From an optimization exercise on the open Yosys and OpenROAD flow, aimed at small area and a short achievable clock period; shortcuts taken in it are not production practice.
At most, simulation tests tie the RTL to the original design; equivalence was not proved.
The clock input has no modelled driver; a real chip could not lean on it and would need a root buffer or a full tree.
Power is estimated from default activity; no workload was simulated.

==> trial 80 <==
Design adc_correct, start of the top module:
module adc_correct (
    input  wire        clk,
    input  wire        rst,           
    input  wire        cfg_we,
    input  wire [4:0]  cfg_addr,      
    input  wire [31:0] cfg_wdata,
    input  wire        swap,          
    output wire        active_half,
    input  wire        in_valid,
    input  wire [15:0] in_code,
    output reg         out_valid,
    output reg  [23:0] out_sample,
    output reg         out_sat
);
    reg        half;                      
    assign active_half = half;
    wire       gain_zero = (cfg_wdata[23:0] == 24'd0);
    wire [3:0] lin_idx   = cfg_addr[3:0] - 4'd2;
    wire       lin_addr  = (cfg_addr >= 5'd2) && (cfg_addr <= 5'd17);
    reg [23:0] ofs_t0, ofs_t1, gain_t0, gain_t1;
    reg        ofs_id0, ofs_id1, gain_id0, gain_id1;    
    reg [15:0] lin_id0, lin_id1;
    wire we0 = cfg_we & half;        
    wire we1 = cfg_we & ~half;
    wire wo0 = we0 & (cfg_addr == 5'd0);
    wire wo1 = we1 & (cfg_addr == 5'd0);
    wire wg0 = we0 & (cfg_addr == 5'd1) & ~gain_zero;
    wire wg1 = we1 & (cfg_addr == 5'd1) & ~gain_zero;
    wire [15:0] wl0 = {16{we0 & lin_addr}} & (16'd1 << lin_idx);
    wire [15:0] wl1 = {16{we1 & lin_addr}} & (16'd1 << lin_idx);
    always @(posedge clk) begin
        if (rst) begin
            half <= 1'b0;
            ofs_id0 <= 1'b1; ofs_id1 <= 1'b1;
            gain_id0 <= 1'b1; gain_id1 <= 1'b1;
            lin_id0 <= 16'hFFFF; lin_id1 <= 16'hFFFF;
        end else begin
            if (swap) half <= ~half;
            if (wo0) ofs_id0 <= 1'b0;
            if (wo1) ofs_id1 <= 1'b0;
  ...
export LEC_CHECK = 0
export CAP_MARGIN = 20
export CORE_MARGIN = 2
export CORE_UTILIZATION = 40
export SLEW_MARGIN = 20
create_clock -name core_clock -period 22.0 [get_ports {clk}]
run.sh (not shown) runs the stock make flow with config.mk's settings and CLKGATE_MAP_FILE= SYNTH_SCRIPT=/design/flow/synth_recipe.tcl, a recipe that flattens the netlist after the stock synthesis.
==> trial 63: changes against trial 80 <==
==> flow/flow/run.sh (new file) <==
#!/bin/bash
set -euo pipefail
cd "$(dirname "$0")/.."
bash standard.sh SETUP_SLACK_MARGIN=16 finish > standard_flow.log 2>&1
==> flow/standard.sh (new file) <==
#!/bin/bash
# synth_recipe.tcl (not shown) runs the flow's synth.tcl, then flattens the netlist and writes it again
# the make line also repeats each setting of config.mk as NAME=value (left out here)
make -C /OpenROAD-flow-scripts/flow DESIGN_CONFIG=/design/flow/config.mk WORK_HOME=/design/flow/orfs CLKGATE_MAP_FILE= SYNTH_SCRIPT=/design/flow/synth_recipe.tcl "${@:-finish}"
removed: flow/run.sh
==> qor summary <==
| item | trial 80 | trial 63 |
|---|---|---|
| Status | no timing/DRC/antenna violations | no timing/DRC/antenna violations |
| Buffer count from post-CTS setup fixing | 0 | 135 |
| Fillcell total | 16.3k | 15.7k |
| Fraction of standard cell area that is sequential | 47.3% | 43.9% |
| Detailed Route Iter0 Violations | 7480 | 8839 |
| Delay of the slowest cell on the worst path | 0.68 ns | 0.56 ns |
| Power of the combinational group | 2.37 mW | 2.87 mW |
| Clkbuf count | 181 | 178 |
| Nets | 6894 | 7152 |
| Upper clock frequency limit | 0.130 GHz | 0.157 GHz |
| Internal power summed over all cells | 5.27 mW | 5.40 mW |
| Multi-input gate area in the final layout | 0.0306 mm² | 0.0320 mm² |
| Final RePlAce weighted congestion | 0.877 | 0.869 |
| Number of placed instances, taps included | 8523 | 8506 |
| Fraction of final layout cells with drive strength greater than 1 | 9.09% | 16.5% |
| Maximum fanout count along the critical path | 68 | 7 |
| Number of global-route vias before repair | 50.5k | 52.8k |
| Clock network area share | 5.95% | 5.30% |
| Multi-input combinational gate total | 3972 | 3975 |
| Largest net degree at the start of global routing | 80 | 59 |
| Wl on met1 | 92400 µm | 98600 µm |
No run of this note included a check of the RTL's function; only the layout flow was run.

========
==> run a: inputs <==
Another version of the RTL of adc_correct (not shown whole).
export LEC_CHECK = 0
export CAP_MARGIN = 20
export CORE_MARGIN = 2
export CORE_UTILIZATION = 65
export CTS_CLUSTER_DIAMETER = 90
export CTS_CLUSTER_SIZE = 26
export SLEW_MARGIN = 20
create_clock -name core_clock -period 22.0 [get_ports {clk}]
standard.sh (not shown) runs the stock make flow with config.mk's settings and CLKGATE_MAP_FILE= SYNTH_SCRIPT=/design/flow/synth_recipe.tcl, a recipe that flattens the netlist after the stock synthesis.
==> flow/flow/run.sh <==
#!/bin/bash
# The standard layout (standard.sh, unchanged synthesis), with changes to
# how the layout is optimised; the constraints and clock are the standard flow's own:
#  - repair_timing keeps 16.65 ns of extra setup slack (sizes for a ~5.4 ns period)
#  - the port buffers are buf_2 cells instead of the resizer's default pick
#  - after CTS, flow/post_cts.tcl replaces TritonCTS's three-level clock tree
#    with a balanced two-level one (4 roots on the clock port, 26-register
#    leaf clusters) and repairs timing again
set -euo pipefail
cd "$(dirname "$0")/.."
bash standard.sh SETUP_SLACK_MARGIN=16.65 \
  "BUFFER_PORTS_ARGS=-buffer_cell sky130_fd_sc_hd__buf_2" \
  "POST_CTS_TCL=$PWD/flow/post_cts.tcl" \
  finish > standard_flow.log 2>&1
Other scripts of this flow, unchanged in this note and not shown: flow/flow/build_tree.tcl, flow/flow/post_cts.tcl
==> run b: changes against run a <==
==> flow/flow/run.sh (replaced) <==
#!/bin/bash
# The standard layout (standard.sh, unchanged synthesis), with changes to
# how the layout is optimised; the constraints and clock are the standard flow's own:
#  - repair_timing keeps 16.6 ns of extra setup slack (sizes for a ~5.4 ns period)
#  - the port buffers are buf_4 cells instead of the resizer's default pick
#  - after CTS, flow/post_cts.tcl replaces TritonCTS's three-level clock tree
#    with a balanced two-level one (4 roots on the clock port, 26-register
#    leaf clusters) and repairs timing again
set -euo pipefail
cd "$(dirname "$0")/.."
bash standard.sh SETUP_SLACK_MARGIN=16.6 \
  "BUFFER_PORTS_ARGS=-buffer_cell sky130_fd_sc_hd__buf_4" \
  "POST_CTS_TCL=$PWD/flow/post_cts.tcl" \
  finish > standard_flow.log 2>&1
- CORE_UTILIZATION: 65 -> 40
==> run c: changes against run a <==
--- a/flow/flow/run.sh
+++ b/flow/flow/run.sh
@@ -3,3 +3,3 @@
 # how the layout is optimised; the constraints and clock are the standard flow's own:
-#  - repair_timing keeps 16.65 ns of extra setup slack (sizes for a ~5.4 ns period)
+#  - repair_timing keeps 16.75 ns of extra setup slack (sizes for a ~5.4 ns period)
 #  - the port buffers are buf_2 cells instead of the resizer's default pick
@@ -10,3 +10,3 @@
 cd "$(dirname "$0")/.."
-bash standard.sh SETUP_SLACK_MARGIN=16.65 \
+bash standard.sh SETUP_SLACK_MARGIN=16.75 \
   "BUFFER_PORTS_ARGS=-buffer_cell sky130_fd_sc_hd__buf_2" \
- CORE_UTILIZATION: 65 -> 55
==> comparison table <==
|  | run c | run a | run b |
|---|---|---|---|
| Status | finished clean | finished clean | finished clean |
| Area of the core | 126000 µm² | 107000 µm² | 173000 µm² |
| Number of cells after detailed placement | 6621 | 6375 | 7302 |
| First-pass GRT wire length | 307 mm | 296 mm | 311 mm |
| Share of power burned in the clock network | 0.217 | 0.217 | 0.222 |
| Dpl cell area | 72200 µm² | 71900 µm² | 73300 µm² |
| Half-perimeter wire length of the detailed placement result | 122 mm | 117 mm | 125 mm |
| Met2 wirelength from detailed routing | 105 mm | 98.5 mm | 103 mm |
| Leak Pwr | 25.6 nW | 25.5 nW | 25.6 nW |
| Final min period | 5.37 ns | 5.35 ns | 5.37 ns |
| Met2 GRT Util | 0.561 | 0.623 | 0.402 |
| Routability congestion estimate | 0.855 | 0.882 | 0.835 |
| Die area | 129000 µm² | 110000 µm² | 177000 µm² |
| Fill cells | 9952 | 7449 | 15700 |
| Stage delay of the slowest cell on the critical path | 0.36 ns | 0.33 ns | 0.34 ns |
| Global routing usage on met3 | 0.0473 | 0.0662 | 0.0363 |
| DIE HEIGHT | 360 µm | 331 µm | 421 µm |
| Startpoint of the most critical setup path | half$_SDFFE_PP0P_ | half$_SDFFE_PP0P_ | out_sample[21]$_SDFF_PP1_ |
No run of this note takes its clock network from TritonCTS; it comes from the design's own scripts or RTL.

========
==> yarrow <==
adc_correct again, from the RTL that the note above started with.
Settings: LEC_CHECK=0, CAP_MARGIN=20, CORE_MARGIN=2, CORE_UTILIZATION=40, CTS_CLUSTER_DIAMETER=80, CTS_CLUSTER_SIZE=30, SLEW_MARGIN=20; clock period 22.0 ns.
==> flow/flow/run.sh <==
#!/bin/bash
# The standard layout (standard.sh, unchanged synthesis) with two changes to
# how the layout is optimised; the constraints and clock are the standard flow's own:
#  - repair_timing keeps 16.4 ns of extra setup slack (sizes for a ~6 ns period)
#  - the port buffers are buf_4 cells instead of the resizer's default pick
set -euo pipefail
cd "$(dirname "$0")/.."
bash standard.sh SETUP_SLACK_MARGIN=16.4 "BUFFER_PORTS_ARGS=-buffer_cell sky130_fd_sc_hd__buf_4" finish > standard_flow.log 2>&1
==> inputs of ember, as changes to yarrow <==
--- a/flow/config.mk
+++ b/flow/config.mk
@@ -8,6 +8,6 @@
 export CAP_MARGIN = 20
 export CORE_MARGIN = 2
 export CORE_UTILIZATION = 40
-export CTS_CLUSTER_DIAMETER = 80
+export CTS_CLUSTER_DIAMETER = 60
 export CTS_CLUSTER_SIZE = 30
 export SLEW_MARGIN = 20
==> inputs of xenon, as changes to yarrow <==
==> flow/flow/run.sh (replaced) <==
#!/bin/bash
# The standard layout (standard.sh, unchanged synthesis), with changes to
# how the layout is optimised; the constraints and clock are the standard flow's own:
#  - repair_timing keeps 16.65 ns of extra setup slack (sizes for a ~5.4 ns period)
#  - the port buffers are buf_2 cells instead of the resizer's default pick
#  - after CTS, flow/post_cts.tcl replaces TritonCTS's three-level clock tree
#    with a balanced two-level one (4 roots on the clock port, 26-register
#    leaf clusters) and repairs timing again
set -euo pipefail
cd "$(dirname "$0")/.."
bash standard.sh SETUP_SLACK_MARGIN=16.65 \
  "BUFFER_PORTS_ARGS=-buffer_cell sky130_fd_sc_hd__buf_2" \
  "POST_CTS_TCL=$PWD/flow/post_cts.tcl" \
  finish > standard_flow.log 2>&1
==> flow/flow/build_tree.tcl (new file) <==
# Custom two-level clock tree: the clock port drives NROOT clkbuf_16 roots,
# each root drives the leaf clkbuf_16 buffers of its region, each leaf drives
# a cluster of at most LEAFMAX register clock pins. Clusters come from
# recursive median bisection of the pin positions.
proc ct_bisect {items depth maxn} {
  # items: list of {iterm x y}; returns list of clusters
  if {[llength $items] <= $maxn} { return [list $items] }
  set xs [lsort -integer [lmap it $items {lindex $it 1}]]
  set ys [lsort -integer [lmap it $items {lindex $it 2}]]
  set dx [expr {[lindex $xs end] - [lindex $xs 0]}]
  set dy [expr {[lindex $ys end] - [lindex $ys 0]}]
  set k [expr {$dx >= $dy ? 1 : 2}]
  set s [lsort -integer -index $k $items]
  set h [expr {[llength $s] / 2}]
  return [concat [ct_bisect [lrange $s 0 [expr {$h-1}]] [expr {$depth+1}] $maxn] \
                 [ct_bisect [lrange $s $h end] [expr {$depth+1}] $maxn]]
}
proc ct_centroid {items} {
  set sx 0; set sy 0
  foreach it $items { set sx [expr {$sx + [lindex $it 1]}]; set sy [expr {$sy + [lindex $it 2]}] }
  set n [llength $items]
  return [list [expr {$sx / $n}] [expr {$sy / $n}]]
}
proc ct_build {nroot leafmax} {
  set db [ord::get_db]
  set block [ord::get_db_block]
  set master [$db findMaster sky130_fd_sc_hd__clkbuf_16]
  set clk [$block findNet clk]
  set sinks {}
  foreach it [$clk getITerms] {
    if {[$it isInputSignal]} {
      set xy [$it getAvgXY]
      lappend sinks [list $it [lindex $xy 1] [lindex $xy 2]]
    }
  }
  puts "ct: [llength $sinks] sinks"
  # leaf clusters
  set clusters [ct_bisect $sinks 0 $leafmax]
  puts "ct: [llength $clusters] leaf clusters"
  # leaves as items for root grouping
  set leaves {}
  set i 0
  foreach c $clusters {
    set xy [ct_centroid $c]
    lappend leaves [list $i [lindex $xy 0] [lindex $xy 1]]
    incr i
  }
  set per [expr {int(ceil(double([llength $leaves]) / $nroot))}]
  set groups [ct_bisect $leaves 0 $per]
  puts "ct: [llength $groups] root groups"
  set r 0
  foreach g $groups {
    set rxy [ct_centroid $g]
    set rinst [odb::dbInst_create $block $master "ctroot_$r"]
    $rinst setLocation [lindex $rxy 0] [lindex $rxy 1]
    $rinst setPlacementStatus PLACED
    [$rinst findITerm A] connect $clk
    set rnet [odb::dbNet_create $block "ctroot_net_$r"]
    $rnet setSigType CLOCK
    [$rinst findITerm X] connect $rnet
    foreach l $g {
      set li [lindex $l 0]
      set linst [odb::dbInst_create $block $master "ctleaf_$li"]
      $linst setLocation [lindex $l 1] [lindex $l 2]
      $linst setPlacementStatus PLACED
      [$linst findITerm A] connect $rnet
      set lnet [odb::dbNet_create $block "ctleaf_net_$li"]
      $lnet setSigType CLOCK
      [$linst findITerm X] connect $lnet
      foreach s [lindex $clusters $li] {
        set it [lindex $s 0]
        $it disconnect
        $it connect $lnet
      }
    }
    incr r
  }
}
==> flow/flow/post_cts.tcl (new file) <==
# POST_CTS hook: replace TritonCTS's three-level clock tree with a balanced
# two-level one.  The clock port drives 4 clkbuf_16 roots; each root drives
# the clkbuf_16 leaves of its quarter of the registers; each leaf drives a
# cluster of at most 26 register clock pins (recursive median bisection of
# the pin positions).  Every register sees the same two buffer levels.
# Timing is then repaired as cts.tcl does and the placement legalised.
source [file join [file dirname [info script]] build_tree.tcl]

proc ct_rip {} {
  set block [ord::get_db_block]
  set clk [$block findNet clk]
  set sinks {}
  set dead_insts {}
  set dead_nets {}
  set frontier [list $clk]
  while {[llength $frontier]} {
    set net [lindex $frontier 0]
    set frontier [lrange $frontier 1 end]
    foreach it [$net getITerms] {
      if {![$it isInputSignal]} continue
      set inst [$it getInst]
      set m [[$inst getMaster] getName]
      if {[regexp {__(clkbuf|clkinv|buf|inv|clkdlybuf\w*|dlygate\w*)_\d+$} $m]} {
        lappend dead_insts $inst
        foreach ot [$inst getITerms] {
          if {[$ot isOutputSignal] && [$ot getNet] ne "NULL"} {
            lappend frontier [$ot getNet]
            lappend dead_nets [$ot getNet]
          }
        }
      } else {
        lappend sinks $it
      }
    }
  }
  puts "ct_rip: [llength $dead_insts] clock tree cells removed, [llength $sinks] sinks"
  foreach it $sinks { $it disconnect }
  foreach inst $dead_insts { odb::dbInst_destroy $inst }
  foreach net $dead_nets { odb::dbNet_destroy $net }
  foreach it $sinks { $it connect $clk }
}

ct_rip
ct_build 4 26
set_propagated_clock [all_clocks]
log_cmd detailed_placement
log_cmd estimate_parasitics -placement
report_clock_latency
repair_timing_helper
log_cmd detailed_placement
check_placement -verbose
log_cmd estimate_parasitics -placement
report_clock_latency
--- a/flow/config.mk
+++ b/flow/config.mk
@@ -7,7 +7,7 @@
 export LEC_CHECK = 0
 export CAP_MARGIN = 20
 export CORE_MARGIN = 2
-export CORE_UTILIZATION = 40
-export CTS_CLUSTER_DIAMETER = 80
-export CTS_CLUSTER_SIZE = 30
+export CORE_UTILIZATION = 72
+export CTS_CLUSTER_DIAMETER = 90
+export CTS_CLUSTER_SIZE = 26
 export SLEW_MARGIN = 20
==> inputs of fjord, as changes to yarrow <==
--- a/flow/config.mk
+++ b/flow/config.mk
@@ -8,6 +8,7 @@
 export CAP_MARGIN = 20
 export CORE_MARGIN = 2
 export CORE_UTILIZATION = 40
-export CTS_CLUSTER_DIAMETER = 80
-export CTS_CLUSTER_SIZE = 30
+export CTS_CLUSTER_DIAMETER = 90
+export CTS_CLUSTER_SIZE = 26
+export GPL_TIMING_DRIVEN = 0
 export SLEW_MARGIN = 20
==> results.txt <==
Non-clock buffer count, highest first: fjord, yarrow, ember. Synthesized cell count is the same in yarrow and fjord. The lowest global-route usage belongs to yarrow, the highest to xenon. Combinational power: xenon is smaller than yarrow (about 4%). In flip-flop and latch count, ember and yarrow do not differ. Of xenon and yarrow, xenon has the higher sequential power (gap about 2%, measured against yarrow). Clock power: xenon < fjord < yarrow < ember. In area after synthesis, xenon and yarrow do not differ. Cell area: xenon < yarrow < ember < fjord. In xenon the register-to-register slack is higher than in yarrow, by 200 ps. Worst setup slack, highest first: xenon, yarrow, fjord, ember.
The clock cells of xenon come from the design's own scripts or RTL, not from TritonCTS.

==> static timing again, ports no longer ideal <==
The flow's constraints put no driver on any port. The routed layouts listed below were extracted and timed again, unchanged, in two steps.
Step 1, drivers: a clkbuf_16 drives clk and a buf_2 each remaining input, both assumed.
Step 2 moves the port delays by t, midway between the first and last clock arrival at a register: inputs arrive t later, outputs are due t later. That takes back most of the time a late clock gives input paths.
Slacks: no drivers / after step 1 / after step 2; pairs: no drivers / after step 1.
run | t, ns | slack for setup (ns) | slew at the worst register clock pin (ns)
trial 80 | 0.861 | 14.313 / 14.313 / 13.690 | 0.08 / 0.08
trial 63 | 0.857 | 15.641 / 15.641 / 15.036 | 0.08 / 0.08
run a | 0.643 | 16.655 / 16.511 / 16.452 | 0.11 / 0.11
run b | 0.674 | 16.626 / 16.468 / 16.480 | 0.12 / 0.12
run c | 0.659 | 16.627 / 16.472 / 16.516 | 0.11 / 0.11
yarrow | 0.794 | 16.440 / 16.363 / 16.440 | 0.12 / 0.12
ember | 0.826 | 16.368 / 16.287 / 16.441 | 0.11 / 0.11
xenon | 0.641 | 16.653 / 16.505 / 16.418 | 0.11 / 0.11
fjord | 0.822 | 16.394 / 16.309 / 16.413 | 0.11 / 0.11
After both steps setup and hold are still met in every run listed. The setup slack of trial 80, which loses most, moves by 0.000 ns with the drivers and by -0.623 ns with both steps.
